Source: an optimization exercise on an open RTL-to-GDS flow (aim: small area, a short achievable clock period and few clock cycles per item). Production flows keep margins and buffers that such runs may drop. Function was checked by simulation only, so behaviour that the tests miss may differ from the original.

// ldg_chain
module ldg_chain (
    input  wire         clk,
    input  wire         rst,         
    input  wire         in_valid,
    output wire         in_ready,
    input  wire [1:0]   in_op,       
    input  wire [143:0] in_data,     
    output wire         out_valid,
    input  wire         out_ready,
    output wire [255:0] out_entry    
);
    localparam [1:0] OP_APPEND  = 2'd0;
    localparam [1:0] OP_WORN    = 2'd1;
    localparam [1:0] OP_GENESIS = 2'd2;
    localparam [31:0] IV0 = 32'h6a09e667, IV1 = 32'hbb67ae85, IV2 = 32'h3c6ef372,
                      IV3 = 32'ha54ff53a, IV4 = 32'h510e527f, IV5 = 32'h9b05688c,
                      IV6 = 32'h1f83d9ab, IV7 = 32'h5be0cd19;
    function [31:0] rotr(input [31:0] x, input integer n);
        rotr = (x >> n) | (x << (32 - n));
    endfunction
    function [31:0] add_bk(input [31:0] x, input [31:0] y);
        reg [31:0] gg, pp;
        integer k, s;
        begin
            gg = x & y;
            pp = x ^ y;
            for (s = 1; s < 32; s = s * 2)
                for (k = 2*s - 1; k < 32; k = k + 2*s) begin
                    gg[k] = gg[k] | (pp[k] & gg[k-s]);
                    pp[k] = pp[k] & pp[k-s];
                end
            for (s = 8; s >= 1; s = s / 2)
                for (k = 3*s - 1; k < 32; k = k + 2*s) begin
  ...
Settings: LEC_CHECK=0, CAP_MARGIN=20, CORE_MARGIN=2, CORE_UTILIZATION=55, CTS_BUF_LIST=sky130_fd_sc_hd__clkbuf_16, CTS_CLUSTER_DIAMETER=80, CTS_CLUSTER_SIZE=20, PLACE_DENSITY=0.65, SLEW_MARGIN=20, SETUP_SLACK_MARGIN=5.45; clock period 10.0 ns.
standard.sh (not shown) runs the stock make flow with config.mk's settings and CLKGATE_MAP_FILE= SYNTH_SCRIPT=/design/flow/synth_recipe.tcl, a recipe that flattens the netlist after the stock synthesis.
==> flow/flow/run.sh <==
#!/bin/bash
# Own layout flow: the standard flow (standard.sh: unchanged synthesis and
# steps, the design's clock and constraints), with two changes to how the
# layout is made:
#  - the port buffers that global placement inserts on every input and output
#    are the smallest plain buffer (buf_1) instead of the one buffer_ports
#    picks by itself (clkdlybuf4s50_1, 2.7 times the area);
#  - the timing repair aims for more setup slack than config.mk may ask for
#    (SETUP_SLACK_MARGIN), so that it sizes the round logic for a shorter
#    period. The clock period and the SDC are not changed.
# make's full output goes to flow_make.log in the work folder; each ORFS step
# also writes its own log under orfs/logs/.
set -euo pipefail
export BUFFER_PORTS_ARGS="-buffer_cell sky130_fd_sc_hd__buf_1"
margin=$(cat flow/margin.txt)
if grep -q '^export SETUP_SLACK_MARGIN' config.mk; then
  sed -i "s/^export SETUP_SLACK_MARGIN.*/export SETUP_SLACK_MARGIN = $margin/" config.mk
else
  echo "export SETUP_SLACK_MARGIN = $margin" >> config.mk
fi
cp config.mk config_used.mk
bash standard.sh finish > flow_make.log 2>&1
test -f out/final.def
==> flow/flow/margin.txt <==
5.45
Testbench counts at the start, summed over its fixed seeds: cycles 24,720, items 384.
Edit:
--- a/flow/design.v
+++ b/flow/design.v
@@ -43,42 +43,45 @@
     reg         busy;        
     reg         gmode;       
     reg         wmode;       
     reg         rmode;       
     reg         pq;          
     reg  [2:0]  qph;         
     reg         pz;          
     reg         rstd;        
     reg         acc;         
     reg         ovalid;      
     reg  [5:0]  rc;          
+    reg         wsel;        
     reg  [11:0] seq;         
     reg  [31:0] a, b, c, d, e, f, g;
     reg  [31:0] hkw;         
     reg  [31:0] kreg;        
     reg  [31:0] p [0:7];     
     reg  [31:0] q [8:15];    
     wire amode = ~gmode & ~wmode & ~rmode;
     wire fin   = busy & (gmode ? (rc == 6'd23) : wmode ? (rc == 6'd17) :
                          rmode ? (rc == 6'd9) : (rc == 6'd0));
     wire last  = fin & ~rst;
     wire ofree = ~ovalid | out_ready;
     wire free  = ~rst & ~busy & ~acc;
     wire idle  = free & in_valid & ofree;
     wire start_app  = idle & (in_op == OP_APPEND) & ~rstd & ~pq;
     wire start_gen  = idle & (in_op == OP_GENESIS);
     wire start_worn = idle & (in_op == OP_WORN) & ~pq;
     wire start_rest = free & pq & ofree & (qph == 3'd7) &
                       ~(in_valid & (in_op != OP_APPEND));
     wire start = start_app | start_gen | start_worn | start_rest;
+    wire [5:0] rc_nxt;
     wire run   = ~rst & (busy | start);
+    assign rc_nxt = start_gen ? 6'd8 : (run & ~last) ? rc + 6'd1 : 6'd1;
     wire take_acc = acc & in_valid;
     wire rot   = run & amode & (rc >= 6'd1) & (rc <= 6'd8);     
     wire shift = run & (gmode ? (rc >= 6'd16) : amode ? (rc >= 6'd15) : busy);
     wire fill  = busy & wmode & (rc >= 6'd10);
     assign in_ready  = (fin & ~rmode) | acc;
     assign out_valid = ovalid;
     assign out_entry = {4'd0, seq, p[0][15:0], p[1], p[2], p[3], p[4], p[5], p[6], p[7]};
     wire [31:0] S1  = rotr(e, 6) ^ rotr(e, 11) ^ rotr(e, 25);
     wire [31:0] S0  = rotr(a, 2) ^ rotr(a, 13) ^ rotr(a, 22);
     wire [31:0] ch  = (e & f) ^ (~e & g);
     wire [31:0] mj  = (a & b) ^ (a & c) ^ (b & c);
@@ -747,23 +750,23 @@
     assign kn635 = ~kn633 & kn634;
     assign kn636 = ~kn199 & ~kn487;
     assign kn637 = kn110 & kn636;
     assign kn638 = kn340 & kn637;
     assign kn639 = ~kn184 & ~kn628;
     assign kn640 = ~kn166 & ~kn639;
     assign kn641 = kn623 & ~kn640;
     assign kn642 = kn638 & kn641;
     assign kz[0] = kn635 & kn642;
     wire [31:0] p0m = p[0] & {32{~pz}};
     wire [31:0] p1m = p[1] & {32{~pz}};
-    wire [31:0] wn  = (rc <= 6'd7) ? p1m : q[15];
+    wire [31:0] wn  = wsel ? p1m : q[15];
     wire [63:0] hc  = csa(g, kreg, wn);
     wire [31:0] hkw_n = hc[63:32] + hc[31:0];
     wire [31:0] ws0 = rotr(p[1], 7) ^ rotr(p[1], 18) ^ (p[1] >> 3);
     wire [31:0] ws1 = rotr(q[14], 17) ^ rotr(q[14], 19) ^ (q[14] >> 10);
     wire [63:0] wc1 = csa(ws1, q[9], ws0);
     wire [63:0] wc2 = csa(wc1[63:32], wc1[31:0], p[0]);
     wire [31:0] wnext = wc2[63:32] + wc2[31:0];
     reg [31:0] dword;
     always @(*) begin
         case (rc[2:0])
             3'd7:    dword = {4'd0, seq, in_data[143:128]};
@@ -792,28 +795,27 @@
             6'd14: tother = {23'd0, ~gmode, ~gmode, 1'b0, ~gmode, 5'd0};    
             default: tother = dtail ? dword : 32'd0;
         endcase
     end
     wire [31:0] tail = (~tp0 & ~tq8 & ~tk & ~gmode) ? wnext : tother;
     wire last_app = last & amode;
     wire pmove = rot | shift | last_app;
     wire [31:0] p7_in = rot ? p0m : lateld ? dword : fill ? 32'hffffffff : q[8];
     wire [31:0] p0_nxt = busy ? p[1] : p0m;
     integer i;
     always @(posedge clk) begin
-        p[5] <= ({32{last_app}} & a_n) | ({32{pmove & ~last_app}} & p[6]) |
-                ({32{~pmove}} & p[5]);
         if (pmove) begin
             for (i = 0; i < 4; i = i + 1)
                 p[i] <= p[i+1];
             p[4] <= p[5];
+            p[5] <= last_app ? a_n : p[6];
             p[6] <= last_app ? add_bk(IV1, a) : p[7];
             p[7] <= last_app ? add_bk(IV2, b) : p7_in;
         end
         for (i = 8; i < 15; i = i + 1)
             q[i] <= q[i+1];
         q[15] <= tail;
         kreg <= (run & ~last) ? kz : 32'h71374491;    
         rstd <= rst;
         if (run & ~last) begin
             a   <= a_n;
             b   <= a;
@@ -836,25 +838,27 @@
         qph <= (last & wmode) ? 3'd1 : qph + 3'd1;
         if (rst) begin
             busy   <= 1'b0;
             gmode  <= 1'b0;
             wmode  <= 1'b0;
             rmode  <= 1'b0;
             pq     <= 1'b0;
             pz     <= 1'b1;
             acc    <= 1'b0;
             ovalid <= 1'b0;
             rc     <= 6'd1;
+            wsel   <= 1'b1;
             seq    <= 12'd0;
         end else begin
-            rc   <= start_gen ? 6'd8 : (run & ~last) ? rc + 6'd1 : 6'd1;
+            rc   <= rc_nxt;
+            wsel <= rc_nxt <= 6'd7;
             busy <= start | (busy & ~last);
             if (start) begin
                 gmode <= start_gen;
                 wmode <= start_worn;
                 rmode <= start_rest;
             end else if (last) begin
                 gmode <= 1'b0;
                 wmode <= 1'b0;
                 rmode <= 1'b0;
             end
             if (last & (amode | gmode))
After rerunning: Core utilization rose by 0.35 points. Die area goes up slightly. Global-route usage is higher by 0.85 points. Non-clock buffer count goes up by 45. Critical path depth went down by 2. Sequential cell count increases by 1. Worst setup slack gets better by 130 ps.
Testbench counts after the change, summed over its fixed seeds: cycles 24,720, items 384.

static timing again, ports no longer ideal:
Ports are ideal in the flow. The routed layouts listed here were re-timed in OpenROAD. Step 1: set_driving_cell puts a clkbuf_16 on clk and a buf_2 on each other input, an assumption about the parent block. Step 2 adds t to the input delays and takes it off the output delays; t is the mean of the earliest and latest rising clock arrival at the registers after step 1. Input paths then give back, and output paths get back, about the clock's delay inside the block. Slacks: ideal ports / drivers / drivers and shift; pairs: ideal ports / drivers.
run	t (ns)	slack for setup (ns)	hold WS [ns]	latest minus earliest clock arrival (ns)
the first run	0.710	4.951 / 4.951 / 4.891	0.325 / 0.325 / 0.325	0.048 / 0.049
the second run	0.711	5.078 / 5.078 / 4.836	0.316 / 0.316 / 0.316	0.048 / 0.048
After both steps setup and hold are still met in every run listed. For the second run, which loses most, drivers alone change the setup slack by 0.000 ns; drivers and shift together by -0.242 ns.
